Context: an optimization exercise on an open-source flow, tuned for small area. The choices shown serve that exercise and are no tape-out recipe.
Function was checked by simulation only, so behaviour that the tests miss may differ from the original.
Power figures rest on the tool's default switching activity, not on a simulated workload.

**design/flow/design.v**
```verilog
module wc_rca #(parameter N = 8) (
    input  wire [N-1:0] a,
    input  wire [N-1:0] b,
    input  wire         ci,
    output wire [N-1:0] s,
    output wire         co
);
    wire [N:0] c;
    assign c[0] = ci;
    genvar i;
    generate
        for (i = 0; i < N; i = i + 1) begin : g_bit
            assign s[i]   = a[i] ^ b[i] ^ c[i];
            assign c[i+1] = (a[i] & b[i]) | (c[i] & (a[i] ^ b[i]));
        end
    endgenerate
    assign co = c[N];
endmodule
module wc_inc #(parameter N = 8) (
    input  wire [N-1:0] a,
    input  wire         ci,
    output wire [N-1:0] s,
    output wire         co
);
    wire [N:0] c;
    assign c[0] = ci;
    genvar i;
    generate
        for (i = 0; i < N; i = i + 1) begin : g_bit
            assign s[i]   = a[i] ^ c[i];
            assign c[i+1] = a[i] & c[i];
        end
    endgenerate
    assign co = c[N];
endmodule
module wc_gt #(parameter N = 8) (
    input  wire [N-1:0] a,
    input  wire [N-1:0] b,
    input  wire         ci,
    output wire         gt
);
    wire [N:0] c;
    assign c[0] = ci;
    genvar i;
    generate
        for (i = 0; i < N; i = i + 1) begin : g_bit
            assign c[i+1] = (a[i] & ~b[i]) | (c[i] & (a[i] | ~b[i]));
        end
    endgenerate
    assign gt = c[N];
endmodule
module win_compare (
    input  wire        clk,
    input  wire        rst,
    input  wire        cfg_we,
    input  wire [10:0] cfg_w,         
    input  wire [20:0] cfg_trms,      
    input  wire [20:0] cfg_tdc,       
    input  wire        restart,
    input  wire        in_valid,
    input  wire [24:0] in_m,
    input  wire [24:0] in_x,
    output reg         dec_valid,
    output wire        dec_rms_fail,
    output wire        dec_dc_fail,
    output wire        dec_rms_raise,
    output wire        dec_dc_raise,
    output wire [60:0] dec_sumsq,
    output wire [35:0] dec_sum
);
    reg  [10:0] w;
    reg  [20:0] trms, tdc;
    wire cfg_ok = cfg_we && cfg_w >= 11'd4 && cfg_w <= 11'd1024;
    wire clr    = restart || cfg_ok;
    wire take   = in_valid && !clr;
    always @(posedge clk) begin
        if (rst) begin
            w    <= 11'd36;
            trms <= 21'd66475;     
            tdc  <= 21'd21021;     
        end else if (cfg_ok) begin
            w    <= cfg_w;
            trms <= cfg_trms;
            tdc  <= cfg_tdc;
        end
    end
    wire [25:0] dsub;
    wire        dsub_co;
    wc_rca #(26) u_sub (.a({in_m[24], in_m}), .b(~{in_x[24], in_x}), .ci(1'b1),
                        .s(dsub), .co(dsub_co));
    wire        s_in = dsub[25];
    wire [24:0] dabs;
    wire        dabs_co;
    wc_inc #(25) u_abs (.a(dsub[24:0] ^ {25{s_in}}), .ci(s_in), .s(dabs), .co(dabs_co));
    reg  [24:0] dm;           
    reg         ds;           
    always @(posedge clk) begin
        if (take) begin
            dm <= dabs;
            ds <= s_in;
        end
    end
    reg  [9:0]  cnt;          
    reg         act;          
    reg  [3:0]  st;           
    reg         pend;         
    reg         fst;          
    reg         brk;          
    reg         prev_rms, prev_dc;
    wire [9:0]  cnt_inc;
    wire        cnt_co;
    wc_inc #(10) u_cnt (.a(cnt), .ci(1'b1), .s(cnt_inc), .co(cnt_co));
    wire        closes = ({cnt_co, cnt_inc} == w);
    wire [3:0]  st_inc;
    wire        st_co;
    wc_inc #(4) u_st (.a(st), .ci(1'b1), .s(st_inc), .co(st_co));
    wire        step_last = act && (st == 4'd14);
    always @(posedge clk) begin
        if (rst) begin
            cnt <= 10'd0;
            act <= 1'b0;
            st  <= 4'd0;
            pend <= 1'b0;
            fst  <= 1'b0;
            dec_valid <= 1'b0;
        end else begin
            dec_valid <= step_last && pend;
            if (clr)
                cnt <= 10'd0;
            else if (take)
                cnt <= closes ? 10'd0 : cnt_inc;
            if (take) begin
                act <= 1'b1;
                st  <= 4'd0;
                pend <= closes;
                fst  <= (cnt == 10'd0);
            end else begin
                if (act) st <= st_inc;
                if (step_last) act <= 1'b0;
                if (dec_valid) pend <= 1'b0;
            end
        end
    end
    reg  [3:0]  g;
    reg  [13:0] mc;
    always @(*) begin
        case (st)
            4'd0, 4'd3: g = dm[3:0];
            4'd1, 4'd4: g = dm[7:4];
            4'd2, 4'd5: g = dm[11:8];
            4'd6:       g = dm[15:12];
            4'd7:       g = dm[19:16];
            4'd8:       g = dm[23:20];
            4'd9:       g = {3'd0, dm[24]};
            default:    g = 4'd0;
        endcase
        if (st < 4'd3)      mc = {2'd0, dm[11:0]};
        else if (st < 4'd6) mc = {dm[24:12], 1'b0};
        else                mc = {1'b0, dm[24:12]};
    end
    reg  [59:0] rq;
    reg         cq;
    wire [24:0] ssum;
    wire        mask_lo = fst && (st == 4'd0);
    wire        mask_hi = fst && (st <= 4'd9);
    wire [23:0] rw = rq[23:0] & ~{{4{mask_hi}}, {20{mask_lo}}};
    wire pp_0_0 = mc[0] & g[0];
    wire pp_0_1 = mc[0] & g[1];
    wire pp_0_2 = mc[0] & g[2];
    wire pp_0_3 = mc[0] & g[3];
    wire pp_1_0 = mc[1] & g[0];
    wire pp_1_1 = mc[1] & g[1];
    wire pp_1_2 = mc[1] & g[2];
    wire pp_1_3 = mc[1] & g[3];
    wire pp_2_0 = mc[2] & g[0];
    wire pp_2_1 = mc[2] & g[1];
    wire pp_2_2 = mc[2] & g[2];
    wire pp_2_3 = mc[2] & g[3];
    wire pp_3_0 = mc[3] & g[0];
    wire pp_3_1 = mc[3] & g[1];
    wire pp_3_2 = mc[3] & g[2];
    wire pp_3_3 = mc[3] & g[3];
    wire pp_4_0 = mc[4] & g[0];
    wire pp_4_1 = mc[4] & g[1];
    wire pp_4_2 = mc[4] & g[2];
    wire pp_4_3 = mc[4] & g[3];
    wire pp_5_0 = mc[5] & g[0];
    wire pp_5_1 = mc[5] & g[1];
    wire pp_5_2 = mc[5] & g[2];
    wire pp_5_3 = mc[5] & g[3];
    wire pp_6_0 = mc[6] & g[0];
    wire pp_6_1 = mc[6] & g[1];
    wire pp_6_2 = mc[6] & g[2];
    wire pp_6_3 = mc[6] & g[3];
    wire pp_7_0 = mc[7] & g[0];
    wire pp_7_1 = mc[7] & g[1];
    wire pp_7_2 = mc[7] & g[2];
    wire pp_7_3 = mc[7] & g[3];
    wire pp_8_0 = mc[8] & g[0];
    wire pp_8_1 = mc[8] & g[1];
    wire pp_8_2 = mc[8] & g[2];
    wire pp_8_3 = mc[8] & g[3];
    wire pp_9_0 = mc[9] & g[0];
    wire pp_9_1 = mc[9] & g[1];
    wire pp_9_2 = mc[9] & g[2];
    wire pp_9_3 = mc[9] & g[3];
    wire pp_10_0 = mc[10] & g[0];
    wire pp_10_1 = mc[10] & g[1];
    wire pp_10_2 = mc[10] & g[2];
    wire pp_10_3 = mc[10] & g[3];
    wire pp_11_0 = mc[11] & g[0];
    wire pp_11_1 = mc[11] & g[1];
    wire pp_11_2 = mc[11] & g[2];
    wire pp_11_3 = mc[11] & g[3];
    wire pp_12_0 = mc[12] & g[0];
    wire pp_12_1 = mc[12] & g[1];
    wire pp_12_2 = mc[12] & g[2];
    wire pp_12_3 = mc[12] & g[3];
    wire pp_13_0 = mc[13] & g[0];
    wire pp_13_1 = mc[13] & g[1];
    wire pp_13_2 = mc[13] & g[2];
    wire pp_13_3 = mc[13] & g[3];
    wire ws_1 = pp_1_0 ^ pp_0_1 ^ rw[1];
    wire ws_2 = (pp_1_0 & pp_0_1) | (rw[1] & (pp_1_0 ^ pp_0_1));
    wire ws_3 = pp_2_0 ^ pp_1_1 ^ pp_0_2;
    wire ws_4 = (pp_2_0 & pp_1_1) | (pp_0_2 & (pp_2_0 ^ pp_1_1));
    wire ws_5 = pp_3_0 ^ pp_2_1 ^ pp_1_2;
    wire ws_6 = (pp_3_0 & pp_2_1) | (pp_1_2 & (pp_3_0 ^ pp_2_1));
    wire ws_7 = pp_4_0 ^ pp_3_1 ^ pp_2_2;
    wire ws_8 = (pp_4_0 & pp_3_1) | (pp_2_2 & (pp_4_0 ^ pp_3_1));
    wire ws_9 = pp_5_0 ^ pp_4_1 ^ pp_3_2;
    wire ws_10 = (pp_5_0 & pp_4_1) | (pp_3_2 & (pp_5_0 ^ pp_4_1));
    wire ws_11 = pp_6_0 ^ pp_5_1 ^ pp_4_2;
    wire ws_12 = (pp_6_0 & pp_5_1) | (pp_4_2 & (pp_6_0 ^ pp_5_1));
    wire ws_13 = pp_7_0 ^ pp_6_1 ^ pp_5_2;
    wire ws_14 = (pp_7_0 & pp_6_1) | (pp_5_2 & (pp_7_0 ^ pp_6_1));
    wire ws_15 = pp_8_0 ^ pp_7_1 ^ pp_6_2;
    wire ws_16 = (pp_8_0 & pp_7_1) | (pp_6_2 & (pp_8_0 ^ pp_7_1));
    wire ws_17 = pp_9_0 ^ pp_8_1 ^ pp_7_2;
    wire ws_18 = (pp_9_0 & pp_8_1) | (pp_7_2 & (pp_9_0 ^ pp_8_1));
    wire ws_19 = pp_10_0 ^ pp_9_1 ^ pp_8_2;
    wire ws_20 = (pp_10_0 & pp_9_1) | (pp_8_2 & (pp_10_0 ^ pp_9_1));
    wire ws_21 = pp_11_0 ^ pp_10_1 ^ pp_9_2;
    wire ws_22 = (pp_11_0 & pp_10_1) | (pp_9_2 & (pp_11_0 ^ pp_10_1));
    wire ws_23 = pp_12_0 ^ pp_11_1 ^ pp_10_2;
    wire ws_24 = (pp_12_0 & pp_11_1) | (pp_10_2 & (pp_12_0 ^ pp_11_1));
    wire ws_25 = pp_13_0 ^ pp_12_1 ^ pp_11_2;
    wire ws_26 = (pp_13_0 & pp_12_1) | (pp_11_2 & (pp_13_0 ^ pp_12_1));
    wire ws_27 = pp_13_1 ^ pp_12_2 ^ pp_11_3;
    wire ws_28 = (pp_13_1 & pp_12_2) | (pp_11_3 & (pp_13_1 ^ pp_12_2));
    wire ws_29 = pp_13_2 ^ pp_12_3 ^ rw[15];
    wire ws_30 = (pp_13_2 & pp_12_3) | (rw[15] & (pp_13_2 ^ pp_12_3));
    wire ws_31 = rw[2] ^ ws_3 ^ ws_2;
    wire ws_32 = (rw[2] & ws_3) | (ws_2 & (rw[2] ^ ws_3));
    wire ws_33 = pp_0_3 ^ rw[3] ^ ws_5;
    wire ws_34 = (pp_0_3 & rw[3]) | (ws_5 & (pp_0_3 ^ rw[3]));
    wire ws_35 = pp_1_3 ^ rw[4] ^ ws_7;
    wire ws_36 = (pp_1_3 & rw[4]) | (ws_7 & (pp_1_3 ^ rw[4]));
    wire ws_37 = pp_2_3 ^ rw[5] ^ ws_9;
    wire ws_38 = (pp_2_3 & rw[5]) | (ws_9 & (pp_2_3 ^ rw[5]));
    wire ws_39 = pp_3_3 ^ rw[6] ^ ws_11;
    wire ws_40 = (pp_3_3 & rw[6]) | (ws_11 & (pp_3_3 ^ rw[6]));
    wire ws_41 = pp_4_3 ^ rw[7] ^ ws_13;
    wire ws_42 = (pp_4_3 & rw[7]) | (ws_13 & (pp_4_3 ^ rw[7]));
    wire ws_43 = pp_5_3 ^ rw[8] ^ ws_15;
    wire ws_44 = (pp_5_3 & rw[8]) | (ws_15 & (pp_5_3 ^ rw[8]));
    wire ws_45 = pp_6_3 ^ rw[9] ^ ws_17;
    wire ws_46 = (pp_6_3 & rw[9]) | (ws_17 & (pp_6_3 ^ rw[9]));
    wire ws_47 = pp_7_3 ^ rw[10] ^ ws_19;
    wire ws_48 = (pp_7_3 & rw[10]) | (ws_19 & (pp_7_3 ^ rw[10]));
    wire ws_49 = pp_8_3 ^ rw[11] ^ ws_21;
    wire ws_50 = (pp_8_3 & rw[11]) | (ws_21 & (pp_8_3 ^ rw[11]));
    wire ws_51 = pp_9_3 ^ rw[12] ^ ws_23;
    wire ws_52 = (pp_9_3 & rw[12]) | (ws_23 & (pp_9_3 ^ rw[12]));
    wire ws_53 = pp_10_3 ^ rw[13] ^ ws_25;
    wire ws_54 = (pp_10_3 & rw[13]) | (ws_25 & (pp_10_3 ^ rw[13]));
    wire ws_55 = rw[14] ^ ws_27 ^ ws_26;
    wire ws_56 = (rw[14] & ws_27) | (ws_26 & (rw[14] ^ ws_27));
    wire ws_57 = pp_13_3 ^ rw[16] ^ ws_30;
    wire ws_58 = (pp_13_3 & rw[16]) | (ws_30 & (pp_13_3 ^ rw[16]));
    wire ws_59 = ws_4 ^ ws_33 ^ ws_32;
    wire ws_60 = (ws_4 & ws_33) | (ws_32 & (ws_4 ^ ws_33));
    wire ws_61 = ws_6 ^ ws_35 ^ ws_34;
    wire ws_62 = (ws_6 & ws_35) | (ws_34 & (ws_6 ^ ws_35));
    wire ws_63 = ws_8 ^ ws_37 ^ ws_36;
    wire ws_64 = (ws_8 & ws_37) | (ws_36 & (ws_8 ^ ws_37));
    wire ws_65 = ws_10 ^ ws_39 ^ ws_38;
    wire ws_66 = (ws_10 & ws_39) | (ws_38 & (ws_10 ^ ws_39));
    wire ws_67 = ws_12 ^ ws_41 ^ ws_40;
    wire ws_68 = (ws_12 & ws_41) | (ws_40 & (ws_12 ^ ws_41));
    wire ws_69 = ws_14 ^ ws_43 ^ ws_42;
    wire ws_70 = (ws_14 & ws_43) | (ws_42 & (ws_14 ^ ws_43));
    wire ws_71 = ws_16 ^ ws_45 ^ ws_44;
    wire ws_72 = (ws_16 & ws_45) | (ws_44 & (ws_16 ^ ws_45));
    wire ws_73 = ws_18 ^ ws_47 ^ ws_46;
    wire ws_74 = (ws_18 & ws_47) | (ws_46 & (ws_18 ^ ws_47));
    wire ws_75 = ws_20 ^ ws_49 ^ ws_48;
    wire ws_76 = (ws_20 & ws_49) | (ws_48 & (ws_20 ^ ws_49));
    wire ws_77 = ws_22 ^ ws_51 ^ ws_50;
    wire ws_78 = (ws_22 & ws_51) | (ws_50 & (ws_22 ^ ws_51));
    wire ws_79 = ws_24 ^ ws_53 ^ ws_52;
    wire ws_80 = (ws_24 & ws_53) | (ws_52 & (ws_24 ^ ws_53));
    wire ws_81 = ws_29 ^ ws_28 ^ ws_56;
    wire ws_82 = (ws_29 & ws_28) | (ws_56 & (ws_29 ^ ws_28));
    wire ws_83 = ws_55 ^ ws_54 ^ ws_80;
    wire ws_84 = (ws_55 & ws_54) | (ws_80 & (ws_55 ^ ws_54));
    wire ws_85 = rw[0] ^ pp_0_0;
    wire ws_86 = rw[0] & pp_0_0;
    wire ws_87 = ws_1 ^ ws_86;
    wire ws_88 = ws_1 & ws_86;
    wire ws_89 = ws_31 ^ ws_88;
    wire ws_90 = ws_31 & ws_88;
    wire ws_91 = ws_59 ^ ws_90;
    wire ws_92 = ws_59 & ws_90;
    wire ws_93 = ws_60 ^ ws_61 ^ ws_92;
    wire ws_94 = (ws_60 & ws_61) | (ws_92 & (ws_60 ^ ws_61));
    wire ws_95 = ws_62 ^ ws_63 ^ ws_94;
    wire ws_96 = (ws_62 & ws_63) | (ws_94 & (ws_62 ^ ws_63));
    wire ws_97 = ws_64 ^ ws_65 ^ ws_96;
    wire ws_98 = (ws_64 & ws_65) | (ws_96 & (ws_64 ^ ws_65));
    wire ws_99 = ws_66 ^ ws_67 ^ ws_98;
    wire ws_100 = (ws_66 & ws_67) | (ws_98 & (ws_66 ^ ws_67));
    wire ws_101 = ws_68 ^ ws_69 ^ ws_100;
    wire ws_102 = (ws_68 & ws_69) | (ws_100 & (ws_68 ^ ws_69));
    wire ws_103 = ws_70 ^ ws_71 ^ ws_102;
    wire ws_104 = (ws_70 & ws_71) | (ws_102 & (ws_70 ^ ws_71));
    wire ws_105 = ws_72 ^ ws_73 ^ ws_104;
    wire ws_106 = (ws_72 & ws_73) | (ws_104 & (ws_72 ^ ws_73));
    wire ws_107 = ws_74 ^ ws_75 ^ ws_106;
    wire ws_108 = (ws_74 & ws_75) | (ws_106 & (ws_74 ^ ws_75));
    wire ws_109 = ws_76 ^ ws_77 ^ ws_108;
    wire ws_110 = (ws_76 & ws_77) | (ws_108 & (ws_76 ^ ws_77));
    wire ws_111 = ws_78 ^ ws_79 ^ ws_110;
    wire ws_112 = (ws_78 & ws_79) | (ws_110 & (ws_78 ^ ws_79));
    wire ws_113 = ws_83 ^ ws_112;
    wire ws_114 = ws_83 & ws_112;
    wire ws_115 = ws_84 ^ ws_81 ^ ws_114;
    wire ws_116 = (ws_84 & ws_81) | (ws_114 & (ws_84 ^ ws_81));
    wire ws_117 = ws_82 ^ ws_57 ^ ws_116;
    wire ws_118 = (ws_82 & ws_57) | (ws_116 & (ws_82 ^ ws_57));
    wire ws_119 = ws_58 ^ rw[17] ^ ws_118;
    wire ws_120 = (ws_58 & rw[17]) | (ws_118 & (ws_58 ^ rw[17]));
    wire ws_121 = rw[18] ^ ws_120;
    wire ws_122 = rw[18] & ws_120;
    wire ws_123 = rw[19] ^ ws_122;
    wire ws_124 = rw[19] & ws_122;
    wire ws_125 = rw[20] ^ cq ^ ws_124;
    wire ws_126 = (rw[20] & cq) | (ws_124 & (rw[20] ^ cq));
    wire ws_127 = rw[21] ^ ws_126;
    wire ws_128 = rw[21] & ws_126;
    wire ws_129 = rw[22] ^ ws_128;
    wire ws_130 = rw[22] & ws_128;
    wire ws_131 = rw[23] ^ ws_130;
    wire ws_132 = rw[23] & ws_130;
    assign ssum = {ws_132, ws_131, ws_129, ws_127, ws_125, ws_123, ws_121, ws_119, ws_117, ws_115, ws_113, ws_111, ws_109, ws_107, ws_105, ws_103, ws_101, ws_99, ws_97, ws_95, ws_93, ws_91, ws_89, ws_87, ws_85};
    wire [59:0] rq_t = {rq[59:24], ssum[23:0]};
    reg  [35:0] rd;
    reg         cd;
    wire [3:0]  dsum;
    wire        dsum_co;
    wc_rca #(4) u_dc (.a(rd[3:0] & {4{!fst}}), .b(g ^ {4{ds}}), .ci(cd), .s(dsum), .co(dsum_co));
    wire        d_on = (st >= 4'd3) && (st <= 4'd11);
    always @(posedge clk) begin
        if (take) begin
            cq <= 1'b0;
            cd <= s_in;
        end else if (act) begin
            rq <= {rq_t[3:0], rq_t[59:4]};
            cq <= ssum[24];
            if (d_on) begin
                rd <= {dsum, rd[35:4]};
                cd <= dsum_co;
            end
        end
    end
    reg  [51:0] lr;
    reg  [31:0] ld;
    reg         lreq, lbusy;
    reg  [5:0]  lc;
    wire        stage1 = (lc < 6'd11);
    wire [20:0] lh = stage1 ? (lr[31:11] & {21{lc != 6'd0}}) : lr[51:31];
    wire        lb = stage1 ? w[lc[3:0]] : lr[0];
    wire [20:0] lsum;
    wire        lsum_co;
    wc_rca #(21) u_lr (.a(lh), .b(trms & {21{lb}}), .ci(1'b0), .s(lsum), .co(lsum_co));
    wire [10:0] dsum2;
    wire        dsum2_co;
    wc_rca #(11) u_ld (.a(ld[31:21]), .b(w & {11{ld[0]}}), .ci(1'b0), .s(dsum2), .co(dsum2_co));
    wire [5:0]  lc_inc;
    wire        lc_co;
    wc_inc #(6) u_lc (.a(lc), .ci(1'b1), .s(lc_inc), .co(lc_co));
    always @(posedge clk) begin
        if (rst) begin
            lreq  <= 1'b1;
            lbusy <= 1'b0;
            lc    <= 6'd0;
        end else if (cfg_ok) begin
            lreq  <= 1'b1;
            lbusy <= 1'b0;
        end else if (lreq && !pend) begin
            lreq  <= 1'b0;
            lbusy <= 1'b1;
            lc    <= 6'd0;
        end else if (lbusy) begin
            lc <= lc_inc;
            if (lc == 6'd41) lbusy <= 1'b0;
        end
    end
    always @(posedge clk) begin
        if (!rst && !cfg_ok && lreq && !pend) begin
            ld <= {11'd0, tdc};
        end else if (!rst && !cfg_ok && lbusy) begin
            if (stage1)
                lr <= {20'd0, lsum_co, lsum, lr[10:1]};
            else
                lr <= {lsum_co, lsum, lr[30:1]};
            if (lc < 6'd21)
                ld <= {dsum2_co, dsum2, ld[20:1]};
        end
    end
    reg  [3:0]  lr_dig, ld_dig;
    always @(*) begin
        case (st)
            4'd0:  lr_dig = lr[3:0];
            4'd1:  lr_dig = lr[7:4];
            4'd2:  lr_dig = lr[11:8];
            4'd3:  lr_dig = lr[15:12];
            4'd4:  lr_dig = lr[19:16];
            4'd5:  lr_dig = lr[23:20];
            4'd6:  lr_dig = lr[27:24];
            4'd7:  lr_dig = lr[31:28];
            4'd8:  lr_dig = lr[35:32];
            4'd9:  lr_dig = lr[39:36];
            4'd10: lr_dig = lr[43:40];
            4'd11: lr_dig = lr[47:44];
            4'd12: lr_dig = lr[51:48];
            default: lr_dig = 4'd0;
        endcase
        case (st)
            4'd3:  ld_dig = ld[3:0];
            4'd4:  ld_dig = ld[7:4];
            4'd5:  ld_dig = ld[11:8];
            4'd6:  ld_dig = ld[15:12];
            4'd7:  ld_dig = ld[19:16];
            4'd8:  ld_dig = ld[23:20];
            4'd9:  ld_dig = ld[27:24];
            4'd10: ld_dig = ld[31:28];
            default: ld_dig = 4'd0;
        endcase
    end
    reg         gt_rms;       
    reg         gt_pos;       
    reg         gt_neg;       
    wire        st0 = (st == 4'd0);
    wire        st3 = (st == 4'd3);
    wire        c_rms, c_pos, c_neg;
    wc_gt #(4) u_crms (.a(ssum[3:0]), .b(lr_dig), .ci(gt_rms && !st0), .gt(c_rms));
    wc_gt #(4) u_cpos (.a(dsum),      .b(ld_dig), .ci(gt_pos && !st3), .gt(c_pos));
    wc_gt #(4) u_cneg (.a(~dsum),     .b(ld_dig), .ci(gt_neg || st3),  .gt(c_neg));
    always @(posedge clk) begin
        if (act) begin
            gt_rms <= c_rms;
            if (d_on) begin
                gt_pos <= c_pos;
                gt_neg <= c_neg;
            end
        end
    end
    assign dec_rms_fail  = gt_rms;
    assign dec_dc_fail   = rd[35] ? gt_neg : gt_pos;
    assign dec_rms_raise = dec_rms_fail && prev_rms;
    assign dec_dc_raise  = dec_dc_fail && prev_dc;
    assign dec_sumsq     = {1'b0, rq};
    assign dec_sum       = rd;
    always @(posedge clk) begin
        if (rst) begin
            prev_rms <= 1'b0;
            prev_dc  <= 1'b0;
            brk      <= 1'b0;
        end else if (dec_valid) begin
            prev_rms <= dec_rms_fail && !(brk || clr);
            prev_dc  <= dec_dc_fail && !(brk || clr);
            brk      <= 1'b0;
        end else if (clr) begin
            if (pend) brk <= 1'b1;
            else begin
                prev_rms <= 1'b0;
                prev_dc  <= 1'b0;
            end
        end
    end
endmodule
```
**design/flow/flow/run.sh**
```bash
#!/bin/bash
# The standard layout, with every input and output port buffered by the
# smallest buffer (buf_1) instead of the one buffer_ports picks by default.
set -euo pipefail
export BUFFER_PORTS_ARGS="-buffer_cell sky130_fd_sc_hd__buf_1"
bash standard.sh "BUFFER_PORTS_ARGS=$BUFFER_PORTS_ARGS" finish > standard_make.log 2>&1
```
**design/flow/standard.sh**
```bash
#!/bin/bash
# synth_recipe.tcl (not shown) runs the flow's synth.tcl, then flattens the netlist and writes it again
# the make line also repeats each setting of config.mk as NAME=value (left out here)
make -C /OpenROAD-flow-scripts/flow DESIGN_CONFIG=/design/flow/config.mk WORK_HOME=/design/flow/orfs CLKGATE_MAP_FILE= SYNTH_SCRIPT=/design/flow/synth_recipe.tcl "${@:-finish}"
```
**design/flow/config.mk**
```make
export PLATFORM = sky130hd
export DESIGN_NAME = win_compare
export DESIGN_NICKNAME = win_compare
export VERILOG_FILES = /design/flow/design.v
export SDC_FILE = /design/flow/constraint.sdc
export NUM_CORES = 4
export LEC_CHECK = 0
export CAP_MARGIN = 20
export CORE_MARGIN = 2
export CORE_UTILIZATION = 40
export CTS_BUF_LIST = sky130_fd_sc_hd__clkbuf_16
export CTS_CLUSTER_DIAMETER = 80
export CTS_CLUSTER_SIZE = 20
export SLEW_MARGIN = 20
```
**design/flow/constraint.sdc**
```tcl
create_clock -name core_clock -period 20.0 [get_ports {clk}]
set_input_delay 4.0000 -clock core_clock [delete_from_list [all_inputs] [get_ports {clk}]]
set_output_delay 4.0000 -clock core_clock [all_outputs]
set_load 0.01 [all_outputs]
```
==> results.json, run 1 <==
{
  "outcome": "finished clean",
  "hold_path_class": "reg -> reg",
  "drt_iter0_drc": 789,
  "ys_types": 58,
  "crit_type": "in -> reg",
  "numPortBuffers": 208,
  "grt_overflow": 0,
  "finalSetupViolations": 0,
  "synth.yosys.seq_area_share": 0.4809,
  "die_h_um": 206.1,
  "synth_top_family_by_area": "adder cells",
  "hold_path_depth": 0,
  "wire_per_inst_um": 17.46,
  "max_stage_delay_ps": 420,
  "viasPerCell": 5.083,
  "cts_buffers": 22,
  "routed.top_layer": "met4",
  "skew_ps": 25.97,
  "synth-xor-area-share": 0.02251,
  "cts_tree": "yes",
  "ys_seq_elements": 293,
  "grt_first_pass_wirelength_um": 60860,
  "max_freq_ghz": 0.05515,
  "synth-compound-area-share": 0.06287,
  "rsz0062_at_grt": "no",
  "worst_pin_slew_ps": 1018,
  "syn_nets": 1767,
  "r2r_slack_ps": 8620,
  "layout-drive-gt1-share": 0.06369,
  "cp_max_fo": 27,
  "fin_nets": 1944,
  "first_global_vias": 11230,
  "critPathSlowestCell": "fa_1",
  "fill_cells": 3875,
  "synthToLayoutAreaGrowth_pct": 12.87,
  "finalHoldViolations": 0,
  "cts_max_path_buffers": 3,
  "clockRootBuffer": "clkbuf_16",
  "drcViolationCount": 0,
  "drv_cap": 0,
  "ys_async_sr_fraction": 0,
  "cts.sinks": 293,
  "initial_core_util": 0.4029,
  "ioPinCount": 210,
  "drt_pass1_iterations": 5,
  "final_cells": 2212,
  "antenna_found_initial": 0,
  "netlist_area_um2": 16340,
  "ctsHoldBuffers": 0,
  "met3WireLength_um": 2254,
  "endpoint_kind": "flop",
  "relSlewSlack": 0.3127,
  "peakVddDrop_mv": 0.05150,
  "gp_congestion": 0.8279,
  "fin_crit_sh": 0.9066,
  "power.density_nw_per_um2": 89.46,
  "die_w_um": 206.1,
  "insertion_delay_ps": 540,
  "ant_nets": 0,
  "synth_adder_area_share": 0.1921,
  "avgSynthCellArea_um2": 10.99,
  "die_area_um2": 42480,
  "ctsResizeCount": 0,
  "synthMuxAreaShare": 0.04212,
  "synth_edf_count": 199,
  "arrival_ps": 18410,
  "ys_warn_count": 1,
  "dr_total_vias": 11243,
  "mostFrequentLayoutCell": "nand2_1",
  "cts_setup_buffers": 0,
  "ff2ff_path_depth": 30,
  "crit_required_ps": 20280,
  "grt_usage": 0.1814,
  "min-delay-start": "lr[5]",
  "place_inst": 2172,
  "synth-simple-area-share": 0.1490,
  "rr_endpoint": "lr[30]",
  "htree_levels": 1,
  "wl_met2_um": 17640,
  "routed_wl_um": 38630,
  "final_cell_mix": "nand2_1 (262), buf_1 (207), edfxtp_1 (199)",
  "antenna_cells_inserted": 0,
  "setup_tns_ps": 0,
  "synth_cells": 1487,
  "grt_max_degree": 74,
  "r2r_start": "lc[0]",
  "leakagePower_nw": 7.319,
  "core_um2": 40550,
  "row_count": 74,
  "synth_flop_cell": "edfxtp_1",
  "met1Wirelength_um": 17840,
  "startpoint_type": "input pin",
  "hpwl_um": 28770,
  "clk_pin_slew_worst_paths_ps": 90,
  "maxSlewViolCount": 0,
  "whs_endpoint": "lr[4]",
  "min_period_ps": 18130
}
[worst max-delay path, delay by kind of cell]
family	cells	cell delay, ps
fa+ha+maj	48	13410
xor+xnor	3	400
buf+inv	5	610
[stage by stage]
step	utilization	hold WS, ps	power [W]	setup slack, ps	cell area (µm²)
final	0.4548	433.0	0.001650	1869	18440
after global routing	0.4548	451.1	0.001766	1262	18440
after CTS	0.4548	432.4	0.001675	1812	18440
after detailed placement	0.4361	431.1	0.001205	1290	17690
after global placement	0.4361	429.5	0.001187	1685	17690
after floorplan	-	425.7	0.001071	1640	16340
[sequential cells by signal, summed over array words and instances, names as in the netlist, 4 cells and up]
name,cells
rq,60
dm,25
st,4
rd,36
ld,32
lr,52
tdc,21
lc,6
trms,21
w,11
cnt,10
[worst max path at each step]
stage	cells past startpoint	endpoint	slack [ps]	from
global placement	56	dm[24]	1680	in_m[0]
detailed placement	56	dm[24]	1290	in_m[0]
floorplan	56	dm[24]	1640	in_m[0]
finish	56	dm[24]	1870	in_m[0]
global route	56	dm[24]	1260	in_m[0]
CTS	56	dm[24]	1810	in_m[0]
[layout make-up]
class / count / area, µm² / share of cell area
Timing Repair Buffer: 231 / 954.7 / 0.05176
Inverter: 136 / 510.5 / 0.02768
Multi-Input combinational cell: 980 / 7699 / 0.4174
Sequential cell: 293 / 7858 / 0.4261
Clock inverter: 15 / 130.1 / 0.007056
Tap cell: 532 / 665.6 / 0.03609
Clock buffer: 25 / 625.6 / 0.03392
[Yosys cell counts (all sizes together), types with 7 or more instances]
cell type	number	area share
a22oi	21	0.0096
nand2b	18	0.0069
o21ai	17	0.0052
a222oi	10	0.0061
dfxtp	94	0.12
maj3	12	0.0080
mux2i	35	0.021
nand3	29	0.0089
nand3b	19	0.0087
xnor2	16	0.0086
nor2b	32	0.012
edfxtp	199	0.37
nor3	9	0.0034
inv	136	0.031
mux2	24	0.017
nand2	262	0.060
xor2	26	0.014
fa	114	0.14
buf	20	0.0057
ha	58	0.044
a211oi	7	0.0032
clkbuf	58	0.013
a21oi	69	0.021
nor2	98	0.023
and2	40	0.015
a32oi	7	0.0038
[power by group]
part	leakage [nW]	switching (W)	internal, W
combinational	4.32	0.000251	0.000175
clock	0.393	0.000236	0.000234
sequential	2.60	0.0000316	0.000723
total	7.32	0.000519	0.00113
[cells by family (layout without fill, tap and decap cells)]
| group | after synthesis | after routing |
|---|---|---|
| xor gates and xnor gates | 42 | 42 |
| and+or+nand+nor | 532 | 532 |
| muxes | 62 | 62 |
| AOI/OAI and AO/OA | 159 | 159 |
| DFF | 293 | 293 |
| buffers and inverters | 214 | 407 |
| other | 1 | 1 |
| adders and majority gates | 184 | 184 |
[layer usage]
layer  up-vias  global-route usage
met1      5534              0.2562
li1       5344                   -
met3        51             0.02901
met5         -                   0
met4         0             0.04413
met2       314              0.2924
==> run 2: changes to the inputs <==
--- a/design/flow/config.mk
+++ b/design/flow/config.mk
@@ -9,6 +9,6 @@
 export CORE_MARGIN = 2
 export CORE_UTILIZATION = 40
-export CTS_BUF_LIST = sky130_fd_sc_hd__clkbuf_16
-export CTS_CLUSTER_DIAMETER = 80
-export CTS_CLUSTER_SIZE = 20
+export CTS_BUF_LIST = sky130_fd_sc_hd__clkbuf_8
+export CTS_CLUSTER_DIAMETER = 60
+export CTS_CLUSTER_SIZE = 12
 export SLEW_MARGIN = 20
==> run 2 against run 1 <==
Clock-buffer cell count up 14. Wire length grew 0.92%. Via count increased by 0.50%. Critical path type unchanged. Critical path depth unchanged. Combinational power hardly changed.
==> results.json, run 2 <==
{
  "worst_pin_slew_ps": 1009,
  "max_stage_delay_ps": 420,
  "grt_first_pass_wirelength_um": 61430,
  "ys_types": 58,
  "cts.sinks": 293,
  "met3WireLength_um": 2427,
  "rsz0062_at_grt": "no",
  "ys_seq_elements": 293,
  "cts_max_path_buffers": 3,
  "setup_tns_ps": 0,
  "ant_nets": 0,
  "ctsHoldBuffers": 0,
  "hold_path_class": "reg -> reg",
  "maxSlewViolCount": 0,
  "cts_setup_buffers": 0,
  "hpwl_um": 28770,
  "synth_edf_count": 199,
  "synth_common_cells": "nand2_1 (262), edfxtp_1 (199), inv_1 (135)",
  "ys_warn_count": 1,
  "dr_total_vias": 11299,
  "netlist_area_um2": 16340,
  "htree_levels": 2,
  "largest_reg_flops": 60,
  "insertion_delay_ps": 600,
  "clk_pin_slew_worst_paths_ps": 80,
  "wl_met2_um": 17780,
  "final_cell_mix": "nand2_1 (262), buf_1 (207), edfxtp_1 (199)",
  "arrival_ps": 18420,
  "power.density_nw_per_um2": 88.84,
  "finalSetupViolations": 0,
  "row_count": 74,
  "avgSynthCellArea_um2": 10.99,
  "peakVddDrop_mv": 0.03803,
  "synth.most_common_cell": "nand2_1",
  "routed.top_layer": "met4",
  "gp_congestion": 0.8279,
  "mostFrequentLayoutCell": "nand2_1",
  "drcViolationCount": 0,
  "largest_registers": "rq x60, lr x52, rd x36",
  "first_global_vias": 11362,
  "cts_buffers": 36,
  "regMostFlops": "rq",
  "synth_top_area_cell": "edfxtp_1",
  "die_h_um": 206.1,
  "die_area_um2": 42480,
  "drv_cap": 0,
  "synthToLayoutAreaGrowth_pct": 12.77,
  "crit_required_ps": 20310,
  "grt_overflow": 0,
  "endpoint_kind": "flop",
  "antenna_found_initial": 0,
  "synth_flop_cell": "edfxtp_1",
  "grt_max_degree": 74,
  "final_cell_area_um2": 18430,
  "synth.yosys.seq_area_share": 0.4809,
  "min_period_ps": 18110,
  "die_w_um": 206.1,
  "initial_core_util": 0.4029,
  "grt_usage": 0.1854,
  "fin_nets": 1958,
  "ioPinCount": 210,
  "post-route-util": 0.4543,
  "relSlewSlack": 0.3185,
  "viasPerCell": 5.051,
  "drt_iter0_drc": 845,
  "critPathSlowestCell": "fa_1",
  "leakagePower_nw": 7.340,
  "synth_top_area_frac": 0.3657,
  "synth_cells": 1487,
  "fin_crit_sh": 0.9053,
  "max_freq_ghz": 0.05523,
  "clockRootBuffer": "clkbuf_8",
  "startpoint_type": "input pin",
  "numPortBuffers": 208,
  "met1Wirelength_um": 17780,
  "routed_wl_um": 38990,
  "drt_pass1_iterations": 6,
  "crit_type": "in -> reg",
  "finalHoldViolations": 0,
  "ys_async_sr_fraction": 0,
  "synth.area.top_cells": "edfxtp_1 (37%), fa_1 (14%), dfxtp_1 (12%)",
  "skew_ps": 50.03,
  "cp_max_fo": 27,
  "outcome": "finished clean",
  "core_um2": 40550,
  "wire_per_inst_um": 17.43,
  "cts_tree": "yes",
  "layout-drive-gt1-share": 0.07512,
  "ctsResizeCount": 0,
  "syn_nets": 1767,
  "placed_cell_area_um2": 17690
}
run 2: cell counts after synthesis:
No cell type changed its count.
run 2: path summary, 6_finish.rpt:
path            end  depth (start not counted)     from  slack [ps]
max          dm[24]                         56  in_m[0]        1890
min          rq[31]                          0   rq[35]         450
max reg2reg  lr[30]                         30    lc[0]        8650
min reg2reg  rq[31]                          0   rq[35]         450
run 2: final cells by class:
type | count | area, µm²
antenna | 1 | 2.502
multi-input combinational | 980 | 7699
fill | 3909 | 22130
clock inverter | 25 | 198.9
inverter | 136 | 510.5
clock buffer | 39 | 536.8
sequential | 293 | 7858
tap | 532 | 665.6
timing repair buffer | 231 | 954.7
run 2: cell families (layout without fill, tap and decap cells):
group	Yosys count	after routing	share of synthesized area
compound gates	159	159	0.06287
xor+xnor	42	42	0.02251
fa+ha+maj	184	184	0.1921
buf+inv	214	431	0.05031
flops	293	293	0.4809
mux	62	62	0.04212
other cells	1	2	0.0002295
simple gates	532	532	0.1490
run 2: report_power, final:
part / internal, W / total (W) / switching (W)
logic: 0.000175 / 0.000427 / 0.000252
registers: 0.000723 / 0.000755 / 0.0000317
clock network: 0.000213 / 0.000455 / 0.000242
total: 0.00111 / 0.00164 / 0.000525
run 2: worst max-delay path, delay by kind of cell:
kind / cells / cell delay, ps
adder cells (fa/ha/maj): 48 / 13400
buffers and inverters: 5 / 610
XOR/XNOR: 3 / 400
run 2: stage by stage:
stage                     hold slack [ps]  power [W]  instances  setup WS (ps)
after floorplan                     425.7   0.001071       1487           1640
after global placement              429.5   0.001187       2172           1685
after detailed placement            431.1   0.001205       2172           1290
after CTS                           449.3   0.001668       2236           1872
after global routing                458.6   0.001759       2236           1314
final                               448.1   0.001637       2237           1893
run 2: layer usage:
layer  up-vias  track usage
li1       5374            -
met1      5551       0.2569
met2       312       0.2901
met3        62      0.03674
met4         0      0.06454
met5         -            0
==> run 3: changes to the inputs <==
==> design/flow/flow/run.sh (replaced) <==
#!/bin/bash
# The standard layout, with every input and output port buffered by the
# smallest buffer (buf_1) instead of the one buffer_ports picks by default,
# and a clock tree of clkbuf_16 leaf clusters without dummy loads.
set -euo pipefail
export BUFFER_PORTS_ARGS="-buffer_cell sky130_fd_sc_hd__buf_1"
export CTS_ARGS="-sink_clustering_enable -repair_clock_nets -buf_list sky130_fd_sc_hd__clkbuf_16 -sink_clustering_size 30 -sink_clustering_max_diameter 100 -dont_use_dummy_load"
bash standard.sh "BUFFER_PORTS_ARGS=$BUFFER_PORTS_ARGS" "CTS_ARGS=$CTS_ARGS" finish > standard_make.log 2>&1
==> run 3 against run 2 <==
Critical path type unchanged. Wire length fell by 1.4%. Still clean. Highest routed layer unchanged. Critical path depth did not move. Largest cell class unchanged. Power fell by 7.3%. Clock power fell by 26%. Final cell count fell by 2.2%.
==> results.json, run 3 <==
{
  "outcome": "finished clean",
  "worst_slack_ps": 1832,
  "power.density_nw_per_um2": 83.91,
  "synth_common_cells": "nand2_1 (262), edfxtp_1 (199), inv_1 (135)",
  "crit_start": "in_m[0]",
  "antenna_cells_inserted": 0,
  "mostFrequentLayoutCell": "nand2_1",
  "crit_type": "in -> reg",
  "seq_power_share": 0.498,
  "skew_ps": 67.86,
  "critPathSlowestCell": "fa_1",
  "synth_flop_cell": "edfxtp_1",
  "final_cell_mix": "nand2_1 (262), buf_1 (207), edfxtp_1 (199)",
  "p_clk_frac": 0.223,
  "r2r_slack_ps": 8570,
  "ioPinCount": 210,
  "netlist_area_um2": 16340,
  "synthToLayoutAreaGrowth_pct": 10.70,
  "die_h_um": 206.1,
  "regMostFlops": "rq",
  "synth_cells": 1487,
  "routed_wl_um": 38430,
  "grt_usage": 0.1812,
  "fin_nets": 1938,
  "drt_pass1_iterations": 5,
  "synth_top_area_cell": "edfxtp_1",
  "cts_tree": "yes",
  "dr_total_vias": 11148,
  "hpwl_um": 28770,
  "ctsHoldBuffers": 0,
  "r2r_start": "lc[0]",
  "finalSetupViolations": 0,
  "p_comb_frac": 0.280,
  "largest_reg_flops": 60,
  "gp_congestion": 0.8279,
  "dp_slack_ps": 1290,
  "insertion_delay_ps": 530,
  "drcViolationCount": 0,
  "antenna_found_initial": 0,
  "ant_nets": 0,
  "max_freq_ghz": 0.05504,
  "synth_top_area_frac": 0.3657,
  "power.switching_fraction": 0.3136,
  "drt_iter0_drc": 823,
  "synth.area.top_cells": "edfxtp_1 (37%), fa_1 (14%), dfxtp_1 (12%)",
  "core_um2": 40550,
  "rr_endpoint": "lr[30]",
  "critical-path-top-delay-family": "adder cells",
  "cp_max_fo": 27,
  "min_period_ps": 18170,
  "leakagePower_nw": 7.123,
  "grt_overflow": 0,
  "ff2ff_path_depth": 30,
  "row_count": 74,
  "finalHoldViolations": 0,
  "clockRootBuffer": "clkbuf_16",
  "hold_path_depth": 0,
  "relSlewSlack": 0.3037,
  "cts_buffers": 16,
  "clk_pin_slew_worst_paths_ps": 100,
  "ys_seq_elements": 293,
  "ctsResizeCount": 0,
  "rsz0062_at_grt": "no",
  "max_stage_delay_ps": 420,
  "ys_async_sr_fraction": 0,
  "worst_pin_slew_ps": 1031,
  "path_buf_inv": 5,
  "setup_tns_ps": 0,
  "fill_cells": 3905,
  "ys_types": 58,
  "die_area_um2": 42480,
  "arrival_ps": 18430,
  "avgSynthCellArea_um2": 10.99,
  "drv_cap": 0,
  "cts.sinks": 293,
  "crit_required_ps": 20260,
  "htree_levels": 1,
  "startpoint_type": "input pin",
  "endpoint_kind": "flop",
  "synth_edf_count": 199,
  "initial_core_util": 0.4029,
  "die_w_um": 206.1,
  "ys_warn_count": 1,
  "synth.most_common_cell": "nand2_1",
  "wire_per_inst_um": 17.56,
  "fin_crit_sh": 0.9084,
  "min-delay-start": "rq[32]",
  "layout-drive-gt1-share": 0.05435,
  "switching_power_w": 0.0004759,
  "grt_max_degree": 74,
  "whs_endpoint": "rq[28]",
  "cts_max_path_buffers": 3,
  "first_global_vias": 11169,
  "synth.yosys.seq_area_share": 0.4809,
  "maxSlewViolCount": 0,
  "intPower_w": 0.001042,
  "cts_setup_buffers": 0,
  "largest_registers": "rq x60, lr x52, rd x36",
  "hold_path_class": "reg -> reg",
  "peakVddDrop_mv": 0.04550,
  "syn_nets": 1767,
  "numPortBuffers": 208,
  "viasPerCell": 5.095,
  "post-route-util": 0.4460,
  "grt_first_pass_wirelength_um": 60630
}
run 3: cell counts after synthesis:
Identical to the previous run, type by type.
run 3: layout make-up:
type	instances	area, µm²	share of cell area
Clock buffer	16	400.4	0.02214
Tap cell	532	665.6	0.03680
Inverter	136	510.5	0.02822
Multi-Input combinational cell	980	7699	0.4256
Timing Repair Buffer	231	954.7	0.05278
Sequential cell	293	7858	0.4344
run 3: metrics by stage:
step | cell area [µm²] | instances | hold WS [ps] | power (W)
after floorplan | 16340 | 1487 | 425.7 | 0.001071
after global placement | 17690 | 2172 | 429.5 | 0.001187
after detailed placement | 17690 | 2172 | 431.1 | 0.001205
after CTS | 18090 | 2188 | 437.5 | 0.001543
after global routing | 18090 | 2188 | 439.6 | 0.001633
final | 18090 | 2188 | 423.2 | 0.001518
run 3: worst register-to-register path: cells and delay by family, from the launching register on:
kind / cells / cell delay, ps
AND/OR/NAND/NOR: 2 / 370
multiplexers: 1 / 360
buffers and inverters: 4 / 810
adder cells (fa/ha/maj): 21 / 8920
AO/OA/AOI/OAI: 2 / 390
flip-flops: 1 / 420
run 3: worst max path at each step:
stage                   to  slack, ps  cells after the start
floorplan           dm[24]       1640                     56
global placement    dm[24]       1680                     56
detailed placement  dm[24]       1290                     56
CTS                 dm[24]       1790                     56
global route        dm[24]       1240                     56
finish              dm[24]       1830                     56
run 3: layer usage:
layer  track usage  wire length, µm  vias up
met5             0                0        -
met4       0.04668              896        0
met3       0.02996             2367       46
met2        0.2900            17650      297
met1        0.2560            17510     5494
li1              -                -     5311
run 3: cells by family (layout without fill, tap and decap cells):
logic type,after synthesis,count (layout),share of synthesized area
buffers and inverters,214,383,0.05031
xor gates and xnor gates,42,42,0.02251
other,1,1,0.0002295
muxes,62,62,0.04212
AOI/OAI and AO/OA,159,159,0.06287
adders and majority gates,184,184,0.1921
and+or+nand+nor,532,532,0.1490
DFF,293,293,0.4809
run 3: power by group through the flow:
stage | Sequential [W] | Clock [W] | Combinational (W)
floorplan | 0.000763 | 0 | 0.000308
global placement | 0.000768 | 0 | 0.000418
detailed placement | 0.000769 | 0 | 0.000436
CTS | 0.000756 | 0.000350 | 0.000437
global route | 0.000760 | 0.000368 | 0.000504
finish | 0.000755 | 0.000338 | 0.000425
==> run 4: changes to the inputs <==
==> design/flow/flow/run.sh (replaced) <==
#!/bin/bash
# The standard layout, with every input and output port buffered by the
# smallest buffer (buf_1) instead of the one buffer_ports picks by default,
# and a clock tree of clkbuf_4 leaf clusters without dummy loads.
set -euo pipefail
export BUFFER_PORTS_ARGS="-buffer_cell sky130_fd_sc_hd__buf_1"
export CTS_ARGS="-sink_clustering_enable -repair_clock_nets -buf_list sky130_fd_sc_hd__clkbuf_4 -sink_clustering_size 8 -sink_clustering_max_diameter 50 -dont_use_dummy_load"
bash standard.sh "BUFFER_PORTS_ARGS=$BUFFER_PORTS_ARGS" "CTS_ARGS=$CTS_ARGS" finish > standard_make.log 2>&1
==> run 4 against run 3 <==
Fmax increased by 1.2%. Still clean. First-iteration DRC count is 6.0% higher. Critical path depth unchanged. Largest power group unchanged. Sequential share of layout area is 0.090 points higher. Non-clock buffer count unchanged. Register-to-register slack improved by 50 ps. Final cell count is 1.6% higher. Combinational power hardly changed. Sequential power barely moved. Final area decreased by 0.21%.
==> results.json, run 4 <==
{
  "endpoint_kind": "flop",
  "fill_cells": 3923,
  "die_h_um": 206.1,
  "synth.yosys.seq_area_share": 0.4809,
  "peakVddDrop_mv": 0.03895,
  "clockRootBuffer": "clkbuf_4",
  "finalSetupViolations": 0,
  "viasPerCell": 5.102,
  "maxSlewViolCount": 0,
  "min_period_ps": 17950,
  "grt_first_pass_wirelength_um": 61770,
  "numPortBuffers": 208,
  "synth_common_cells": "nand2_1 (262), edfxtp_1 (199), inv_1 (135)",
  "ioPinCount": 210,
  "clk_pin_slew_worst_paths_ps": 100,
  "synth-compound-area-share": 0.06287,
  "first_global_vias": 11455,
  "ant_nets": 0,
  "synth-xor-area-share": 0.02251,
  "grt_max_degree": 74,
  "grt_usage": 0.1863,
  "layout-drive-gt1-share": 0.07172,
  "final_cell_mix": "nand2_1 (262), buf_1 (207), edfxtp_1 (199)",
  "ys_types": 58,
  "dr_total_vias": 11341,
  "ys_async_sr_fraction": 0,
  "largest_registers": "rq x60, lr x52, rd x36",
  "htree_levels": 2,
  "outcome": "finished clean",
  "regMostFlops": "rq",
  "synth_top_area_cell": "edfxtp_1",
  "routed_wl_um": 39020,
  "drt_pass1_iterations": 6,
  "mostFrequentLayoutCell": "nand2_1",
  "dp_slack_ps": 1290,
  "synth_adder_area_share": 0.1921,
  "fin_crit_sh": 0.8975,
  "grt_overflow": 0,
  "synth.area.top_cells": "edfxtp_1 (37%), fa_1 (14%), dfxtp_1 (12%)",
  "worst_pin_slew_ps": 1058,
  "post-route-util": 0.4451,
  "cts_tree": "yes",
  "ctsResizeCount": 0,
  "gp_congestion": 0.8279,
  "insertion_delay_ps": 780,
  "setup_tns_ps": 0,
  "die_area_um2": 42480,
  "synth_cells": 1487,
  "initial_core_util": 0.4029,
  "wire_per_inst_um": 17.55,
  "ys_seq_elements": 293,
  "rsz0062_at_grt": "no",
  "synthMuxAreaShare": 0.04212,
  "ys_warn_count": 1,
  "antenna_found_initial": 2,
  "arrival_ps": 18420,
  "relSlewSlack": 0.2950,
  "row_count": 74,
  "finalHoldViolations": 0,
  "synth_top_area_frac": 0.3657,
  "cts_buffers": 47,
  "synth_edf_count": 199,
  "synth_top_family_by_area": "adder cells",
  "cts_setup_buffers": 0,
  "drt_iter0_drc": 872,
  "die_w_um": 206.1,
  "syn_nets": 1767,
  "crit_type": "in -> reg",
  "drv_cap": 0,
  "power.density_nw_per_um2": 82.71,
  "critPathSlowestCell": "fa_1",
  "leakagePower_nw": 7.142,
  "drcViolationCount": 0,
  "p_total_w": 0.001493,
  "crit_required_ps": 20470,
  "fin_nets": 1969,
  "cts.sinks": 293,
  "avgSynthCellArea_um2": 10.99,
  "worst_slack_ps": 2049,
  "skew_ps": 99.49,
  "max_freq_ghz": 0.05571,
  "core_um2": 40550,
  "ctsHoldBuffers": 0,
  "hpwl_um": 28770,
  "synth_flop_cell": "edfxtp_1",
  "synth-simple-area-share": 0.1490,
  "cp_max_fo": 27,
  "hold_path_class": "reg -> reg",
  "max_stage_delay_ps": 420,
  "synthToLayoutAreaGrowth_pct": 10.47,
  "synth.most_common_cell": "nand2_1",
  "startpoint_type": "input pin",
  "cts_max_path_buffers": 3,
  "largest_reg_flops": 60,
  "netlist_area_um2": 16340
}
==> run 4: power by group <==
part	internal, W	switching, W	total (W)
clock	0.000107	0.000206	0.000313
sequential	0.000723	0.0000320	0.000755
combinational	0.000174	0.000250	0.000424
==> run 4: layer usage <==
metal | track usage | wire length, µm
met5 | 0 | 0
met4 | 0.05510 | 893
met3 | 0.04100 | 2626
met2 | 0.2945 | 17890
met1 | 0.2568 | 17610
==> run 4: through the flow <==
stage / std cells / cell area [µm²] / hold WS [ps]
floorplan: 1487 / 16340 / 425.7
global placement: 2172 / 17690 / 429.5
detailed placement: 2172 / 17690 / 431.1
CTS: 2219 / 18040 / 408.8
global route: 2223 / 18050 / 411.0
finish: 2223 / 18050 / 413.1
==> run 4: final cells by class <==
cell class	instances	area, µm²	area share
sequential	293	7858	0.4353
multi-input combinational	980	7699	0.4265
clock buffer	47	352.8	0.01955
inverter	136	510.5	0.02828
antenna	4	10.01	0.0005546
timing repair buffer	231	954.7	0.05289
tap	532	665.6	0.03688
==> run 4: final timing paths <==
| check | to | from | slack (ps) | cells past startpoint |
|---|---|---|---|---|
| worst min-delay path | rd[4] | rd[8] | 410 | 0 |
| worst max register to register | lr[30] | lc[0] | 8620 | 30 |
| worst min register to register | rd[4] | rd[8] | 410 | 0 |
| worst max-delay path | dm[24] | in_m[0] | 2050 | 56 |
==> run 4: cells by family after synthesis <==
group,Yosys count
AO/OA/AOI/OAI,159
XOR/XNOR,42
adder cells (fa/ha/maj),184
buffers and inverters,214
flip-flops,293
multiplexers,62
other,1
AND/OR/NAND/NOR,532
==> run 4: critical path, delay by kind of cell <==
family                   cells  cell delay, ps
buffers and inverters        5             610
adder cells (fa/ha/maj)     48           13410
XOR/XNOR                     3             400
==> run 5: changes to the inputs <==
==> design/flow/flow/run.sh (replaced) <==
#!/bin/bash
# The standard layout, with every input and output port buffered by the
# smallest buffer (buf_1) instead of the one buffer_ports picks by default,
# and a clock tree of clkbuf_8 leaf clusters without dummy loads.
set -euo pipefail
export BUFFER_PORTS_ARGS="-buffer_cell sky130_fd_sc_hd__buf_1"
export CTS_ARGS="-sink_clustering_enable -repair_clock_nets -buf_list sky130_fd_sc_hd__clkbuf_8 -sink_clustering_size 15 -sink_clustering_max_diameter 70 -dont_use_dummy_load"
bash standard.sh "BUFFER_PORTS_ARGS=$BUFFER_PORTS_ARGS" "CTS_ARGS=$CTS_ARGS" finish > standard_make.log 2>&1
--- a/design/flow/config.mk
+++ b/design/flow/config.mk
@@ -6,5 +6,5 @@
 export NUM_CORES = 4
 export LEC_CHECK = 0
-export CAP_MARGIN = 20
+export CAP_MARGIN = 5
 export CORE_MARGIN = 2
 export CORE_UTILIZATION = 40
@@ -12,3 +12,3 @@
 export CTS_CLUSTER_DIAMETER = 60
 export CTS_CLUSTER_SIZE = 12
-export SLEW_MARGIN = 20
+export SLEW_MARGIN = 5
==> run 5 against run 4 <==
Combinational power barely moved. Final area barely moved. Utilization barely moved. Critical path depth unchanged. Setup slack worse by 140 ps. Final cell count is 1.0% lower. Clock skew fell by 40 ps. Clock power barely moved. Largest cell class unchanged. Highest routed layer unchanged.
==> results.json, run 5 <==
{
  "outcome": "finished clean",
  "startpoint_type": "input pin",
  "fin_crit_sh": 0.9046,
  "ys_seq_elements": 293,
  "row_count": 74,
  "htree_levels": 1,
  "cp_max_fo": 27,
  "synthMuxAreaShare": 0.04212,
  "viasPerCell": 5.070,
  "relSlewSlack": 0.3257,
  "endpoint_kind": "flop",
  "maxSlewViolCount": 0,
  "hpwl_um": 28770,
  "die_h_um": 206.1,
  "dr_total_vias": 11153,
  "arrival_ps": 18430,
  "avgSynthCellArea_um2": 10.99,
  "first_global_vias": 11240,
  "drv_cap": 0,
  "peakVddDrop_mv": 0.04439,
  "ant_nets": 0,
  "post-route-util": 0.4454,
  "clockRootBuffer": "clkbuf_8",
  "synth-compound-area-share": 0.06287,
  "gp_congestion": 0.8279,
  "synth-simple-area-share": 0.1490,
  "antenna_found_initial": 0,
  "die_w_um": 206.1,
  "synthToLayoutAreaGrowth_pct": 10.54,
  "synth_flop_cell": "edfxtp_1",
  "power.switching_fraction": 0.3193,
  "synth_adder_area_share": 0.1921,
  "critPathSlowestCell": "fa_1",
  "ioPinCount": 210,
  "final_cell_mix": "nand2_1 (262), buf_1 (207), edfxtp_1 (199)",
  "cts_tree": "yes",
  "synth_common_cells": "nand2_1 (262), edfxtp_1 (199), inv_1 (135)",
  "min_period_ps": 18090,
  "min-delay-start": "lr[5]",
  "hold_path_class": "reg -> reg",
  "max_freq_ghz": 0.05527,
  "power.density_nw_per_um2": 82.76,
  "ctsHoldBuffers": 0,
  "synth_top_area_frac": 0.3657,
  "grt_usage": 0.1822,
  "largest_reg_flops": 60,
  "ys_async_sr_fraction": 0,
  "routed_wl_um": 38580,
  "r2r_start": "lc[0]",
  "setup_tns_ps": 0,
  "syn_nets": 1767,
  "skew_ps": 59.65,
  "ctsResizeCount": 0,
  "mostFrequentLayoutCell": "nand2_1",
  "worst_slack_ps": 1908,
  "worst_pin_slew_ps": 998.3,
  "clk_pin_slew_worst_paths_ps": 100,
  "crit_start": "in_m[0]",
  "synth_cells": 1487,
  "regMostFlops": "rq",
  "crit_type": "in -> reg",
  "fin_nets": 1949,
  "core_um2": 40550,
  "numPortBuffers": 208,
  "ys_warn_count": 1,
  "r2r_slack_ps": 8620,
  "synth.area.top_cells": "edfxtp_1 (37%), fa_1 (14%), dfxtp_1 (12%)",
  "seq_power_share": 0.505,
  "insertion_delay_ps": 620,
  "synth.most_common_cell": "nand2_1",
  "layout-drive-gt1-share": 0.06059,
  "cts_buffers": 27,
  "synth_top_family_by_area": "adder cells",
  "initial_core_util": 0.4029,
  "rsz0062_at_grt": "no",
  "netlist_area_um2": 16340,
  "dp_slack_ps": 1290,
  "synth.yosys.seq_area_share": 0.4809,
  "grt_max_degree": 74,
  "cts.sinks": 293,
  "drt_pass1_iterations": 7,
  "finalHoldViolations": 0,
  "die_area_um2": 42480,
  "synth-xor-area-share": 0.02251,
  "intPower_w": 0.001018,
  "max_stage_delay_ps": 420,
  "largest_registers": "rq x60, lr x52, rd x36",
  "cts_max_path_buffers": 3,
  "crit_required_ps": 20330,
  "grt_overflow": 0,
  "wire_per_inst_um": 17.54,
  "grt_first_pass_wirelength_um": 61160,
  "switching_power_w": 0.0004772,
  "critical-path-top-delay-family": "adder cells",
  "fill_cells": 3919,
  "synth_top_area_cell": "edfxtp_1",
  "finalSetupViolations": 0,
  "path_buf_inv": 5,
  "cts_setup_buffers": 0,
  "drcViolationCount": 0,
  "p_comb_frac": 0.283,
  "drt_iter0_drc": 822,
  "p_clk_frac": 0.211,
  "leakagePower_nw": 7.120,
  "ys_types": 58,
  "synth_edf_count": 199
}
run 5: cell types whose count changed in the layout (fill, tap and decap cells not counted):
cell / previous run / this run
clkbuf_4: 47 / 0
clkbuf_8: 0 / 27
diode_2: 4 / 1
run 5: cell type report:
class,instances,area (µm²),area share
Tap cell,532,665.6,0.03685
Sequential cell,293,7858,0.4351
Antenna cell,1,2.502,0.0001386
Clock buffer,27,371.6,0.02057
Inverter,136,510.5,0.02826
Multi-Input combinational cell,980,7699,0.4263
Timing Repair Buffer,231,954.7,0.05286
run 5: cell families after synthesis:
kind of cell             after synthesis
AND/OR/NAND/NOR                      532
multiplexers                          62
XOR/XNOR                              42
AO/OA/AOI/OAI                        159
adder cells (fa/ha/maj)              184
flip-flops                           293
other                                  1
buffers and inverters                214
run 5: routing by layer:
| layer | vias up | wire, µm | global-route usage | part of all wire |
|---|---|---|---|---|
| met1 | 5477 | 17670 | 0.2563 | 0.46 |
| li1 | 5328 | - | - | - |
| met4 | 0 | 767 | 0.04362 | 0.020 |
| met2 | 302 | 17780 | 0.2945 | 0.46 |
| met5 | - | 0 | 0 | 0 |
| met3 | 46 | 2356 | 0.03027 | 0.061 |
run 5: power by group through the flow:
stage / clock (W) / sequential (W) / combinational, W
after floorplan: 0 / 0.000763 / 0.000308
after global placement: 0 / 0.000768 / 0.000418
after detailed placement: 0 / 0.000769 / 0.000436
after CTS: 0.000330 / 0.000756 / 0.000437
after global routing: 0.000350 / 0.000760 / 0.000504
final: 0.000316 / 0.000755 / 0.000424
run 5: through the flow:
stage,hold WS [ps],total power (W),instances,instance area [µm²]
after detailed placement,431.1,0.001205,2172,17690
after floorplan,425.7,0.001071,1487,16340
final,432.3,0.001495,2200,18060
after global placement,429.5,0.001187,2172,17690
after CTS,413.8,0.001523,2199,18060
after global routing,431.2,0.001614,2199,18060
run 5: final timing paths:
kind                               end  cells after the start
worst max-delay path            dm[24]                     56
worst min-delay path             lr[4]                      0
worst max register to register  lr[30]                     30
worst min register to register   lr[4]                      0
==> run 6: changes to the inputs <==
--- a/design/flow/config.mk
+++ b/design/flow/config.mk
@@ -6,5 +6,5 @@
 export NUM_CORES = 4
 export LEC_CHECK = 0
-export CAP_MARGIN = 5
+export CAP_MARGIN = 20
 export CORE_MARGIN = 2
 export CORE_UTILIZATION = 40
@@ -12,3 +12,3 @@
 export CTS_CLUSTER_DIAMETER = 60
 export CTS_CLUSTER_SIZE = 12
-export SLEW_MARGIN = 5
+export SLEW_MARGIN = 20
==> run 6 against run 5 <==
Hold slack is the same. Area after synthesis is the same. Utilization is the same. Sequential power is essentially flat. Final cell count is the same. Setup slack is the same. Fmax is the same. Clock power is essentially flat. Via count is the same. Sequential share of layout area is the same. Wire length is the same. Non-clock buffer count is the same. Highest routed layer unchanged.
==> results.json, run 6 <==
{
  "hold_path_depth": 0,
  "ctsHoldBuffers": 0,
  "drt_iter0_drc": 822,
  "leakagePower_nw": 7.120,
  "grt_usage": 0.1822,
  "place_inst": 2172,
  "numPortBuffers": 208,
  "final_cell_mix": "nand2_1 (262), buf_1 (207), edfxtp_1 (199)",
  "synth_edf_count": 199,
  "wire_per_inst_um": 17.54,
  "p_clk_frac": 0.211,
  "min_period_ps": 18090,
  "die_w_um": 206.1,
  "ys_types": 58,
  "switching_power_w": 0.0004772,
  "ff2ff_path_depth": 30,
  "critical-path-top-delay-family": "adder cells",
  "mostFrequentLayoutCell": "nand2_1",
  "row_count": 74,
  "max_stage_delay_ps": 420,
  "die_area_um2": 42480,
  "placed_cell_area_um2": 17690,
  "ys_seq_elements": 293,
  "path_buf_inv": 5,
  "crit_type": "in -> reg",
  "whs_endpoint": "lr[4]",
  "layout-drive-gt1-share": 0.06059,
  "power.density_nw_per_um2": 82.76,
  "seq_power_share": 0.505,
  "fill_cells": 3919,
  "clockRootBuffer": "clkbuf_8",
  "ant_nets": 0,
  "htree_levels": 1,
  "cts_setup_buffers": 0,
  "rsz0062_at_grt": "no",
  "peakVddDrop_mv": 0.04439,
  "avgSynthCellArea_um2": 10.99,
  "startpoint_type": "input pin",
  "p_comb_frac": 0.283,
  "clk_pin_slew_worst_paths_ps": 100,
  "crit_required_ps": 20330,
  "maxSlewViolCount": 0,
  "p_total_w": 0.001495,
  "rr_endpoint": "lr[30]",
  "ioPinCount": 210,
  "power.switching_fraction": 0.3193,
  "routed_wl_um": 38580,
  "intPower_w": 0.001018,
  "hpwl_um": 28770,
  "cts_max_path_buffers": 3,
  "grt_overflow": 0,
  "final_cell_area_um2": 18060,
  "synth_cells": 1487,
  "synth_common_cells": "nand2_1 (262), edfxtp_1 (199), inv_1 (135)",
  "syn_nets": 1767,
  "dr_total_vias": 11153,
  "synth.most_common_cell": "nand2_1",
  "synth.yosys.seq_area_share": 0.4809,
  "largest_reg_flops": 60,
  "first_global_vias": 11240,
  "synthToLayoutAreaGrowth_pct": 10.54,
  "cts_tree": "yes",
  "antenna_found_initial": 0,
  "fin_crit_sh": 0.9046,
  "drv_cap": 0,
  "r2r_slack_ps": 8620,
  "cp_max_fo": 27,
  "fin_nets": 1949,
  "largest_registers": "rq x60, lr x52, rd x36",
  "ys_warn_count": 1,
  "grt_first_pass_wirelength_um": 61160,
  "ctsResizeCount": 0,
  "regMostFlops": "rq",
  "skew_ps": 59.65,
  "arrival_ps": 18430,
  "synth_flop_cell": "edfxtp_1",
  "final_cells": 2200,
  "relSlewSlack": 0.3257,
  "core_um2": 40550,
  "synth.area.top_cells": "edfxtp_1 (37%), fa_1 (14%), dfxtp_1 (12%)",
  "finalSetupViolations": 0,
  "finalHoldViolations": 0,
  "initial_core_util": 0.4029,
  "endpoint_kind": "flop",
  "ys_async_sr_fraction": 0,
  "synth_top_area_frac": 0.3657,
  "outcome": "finished clean",
  "gp_congestion": 0.8279,
  "critPathSlowestCell": "fa_1",
  "setup_tns_ps": 0,
  "grt_max_degree": 74,
  "hold_path_class": "reg -> reg",
  "drt_pass1_iterations": 7,
  "die_h_um": 206.1,
  "worst_pin_slew_ps": 998.3,
  "drcViolationCount": 0,
  "r2r_start": "lc[0]",
  "min-delay-start": "lr[5]",
  "max_freq_ghz": 0.05527,
  "synth_top_area_cell": "edfxtp_1",
  "netlist_area_um2": 16340,
  "cts.sinks": 293,
  "cts_buffers": 27,
  "insertion_delay_ps": 620,
  "viasPerCell": 5.070
}
run 6: cell counts after synthesis:
Identical to the previous run, type by type.
run 6: worst max path at each step:
stage | endpoint | slack, ps | from | cells after the start
global route | dm[24] | 1340 | in_m[0] | 56
floorplan | dm[24] | 1640 | in_m[0] | 56
detailed placement | dm[24] | 1290 | in_m[0] | 56
finish | dm[24] | 1910 | in_m[0] | 56
global placement | dm[24] | 1680 | in_m[0] | 56
CTS | dm[24] | 1880 | in_m[0] | 56
run 6: cell type report:
cell class                 count  area, µm²  area share
clock buffer                  27      371.6     0.02057
antenna                        1      2.502   0.0001386
multi-input combinational    980       7699      0.4263
inverter                     136      510.5     0.02826
timing repair buffer         231      954.7     0.05286
sequential                   293       7858      0.4351
tap                          532      665.6     0.03685
run 6: per-layer routing:
| metal | wire, µm | vias up | GRT usage |
|---|---|---|---|
| met5 | 0 | - | 0 |
| li1 | - | 5328 | - |
| met2 | 17780 | 302 | 0.2945 |
| met1 | 17670 | 5477 | 0.2563 |
| met4 | 767 | 0 | 0.04362 |
| met3 | 2356 | 46 | 0.03027 |
run 6: stage by stage:
stage	hold WS, ps	setup slack, ps	utilization
CTS	413.8	1884	0.4453
finish	432.3	1908	0.4454
detailed placement	431.1	1290	0.4361
global route	431.2	1335	0.4453
floorplan	425.7	1640	-
global placement	429.5	1685	0.4361
run 6: cell families (layout without fill, tap and decap cells):
family | Yosys count | count (layout) | synth area share
AND/OR/NAND/NOR | 532 | 532 | 0.1490
flip-flops | 293 | 293 | 0.4809
buffers and inverters | 214 | 394 | 0.05031
adder cells (fa/ha/maj) | 184 | 184 | 0.1921
AO/OA/AOI/OAI | 159 | 159 | 0.06287
multiplexers | 62 | 62 | 0.04212
XOR/XNOR | 42 | 42 | 0.02251
other | 1 | 2 | 0.0002295
run 6: power groups by stage:
stage | clock network (W) | logic (W) | registers, W
2_1_floorplan | 0 | 0.000308 | 0.000763
3_3_place_gp | 0 | 0.000418 | 0.000768
3_5_place_dp | 0 | 0.000436 | 0.000769
4_1_cts | 0.000330 | 0.000437 | 0.000756
5_1_grt | 0.000350 | 0.000504 | 0.000760
6_report | 0.000316 | 0.000424 | 0.000755

## static timing again, ports no longer ideal
The flow's constraints put no driver on any port. The routed layouts listed below were extracted and timed again, unchanged, in two steps. Step 1, drivers: a clkbuf_16 drives clk and a buf_2 each remaining input, both assumed. Step 2 moves the port delays by t, midway between the first and last clock arrival at a register: inputs arrive t later, outputs are due t later. That takes back most of the time a late clock gives input paths. Slacks: ideal / step 1 / step 2; pairs: ideal / step 1.
run | t (ns) | slack for setup (ns) | hold WS [ns] | slew at the worst register clock pin (ns) | cell pins on the clock port's net
run 1 | 0.581 | 1.869 / 1.900 / 1.319 | 0.433 / 0.433 / 0.433 | 0.09 / 0.09 | 1
run 2 | 0.628 | 1.893 / 1.922 / 1.294 | 0.448 / 0.448 / 0.448 | 0.09 / 0.09 | 1
run 3 | 0.554 | 1.832 / 1.865 / 1.311 | 0.423 / 0.423 / 0.423 | 0.12 / 0.12 | 1
run 4 | 0.777 | 2.049 / 2.079 / 1.302 | 0.413 / 0.413 / 0.413 | 0.10 / 0.10 | 1
run 5 | 0.635 | 1.908 / 1.937 / 1.302 | 0.432 / 0.432 / 0.432 | 0.10 / 0.10 | 1
run 6 | 0.635 | 1.908 / 1.937 / 1.302 | 0.432 / 0.432 / 0.432 | 0.10 / 0.10 | 1
After both steps setup and hold are still met in every run listed. The setup slack of run 4, which loses most, moves by +0.030 ns with the drivers and by -0.747 ns with both steps.
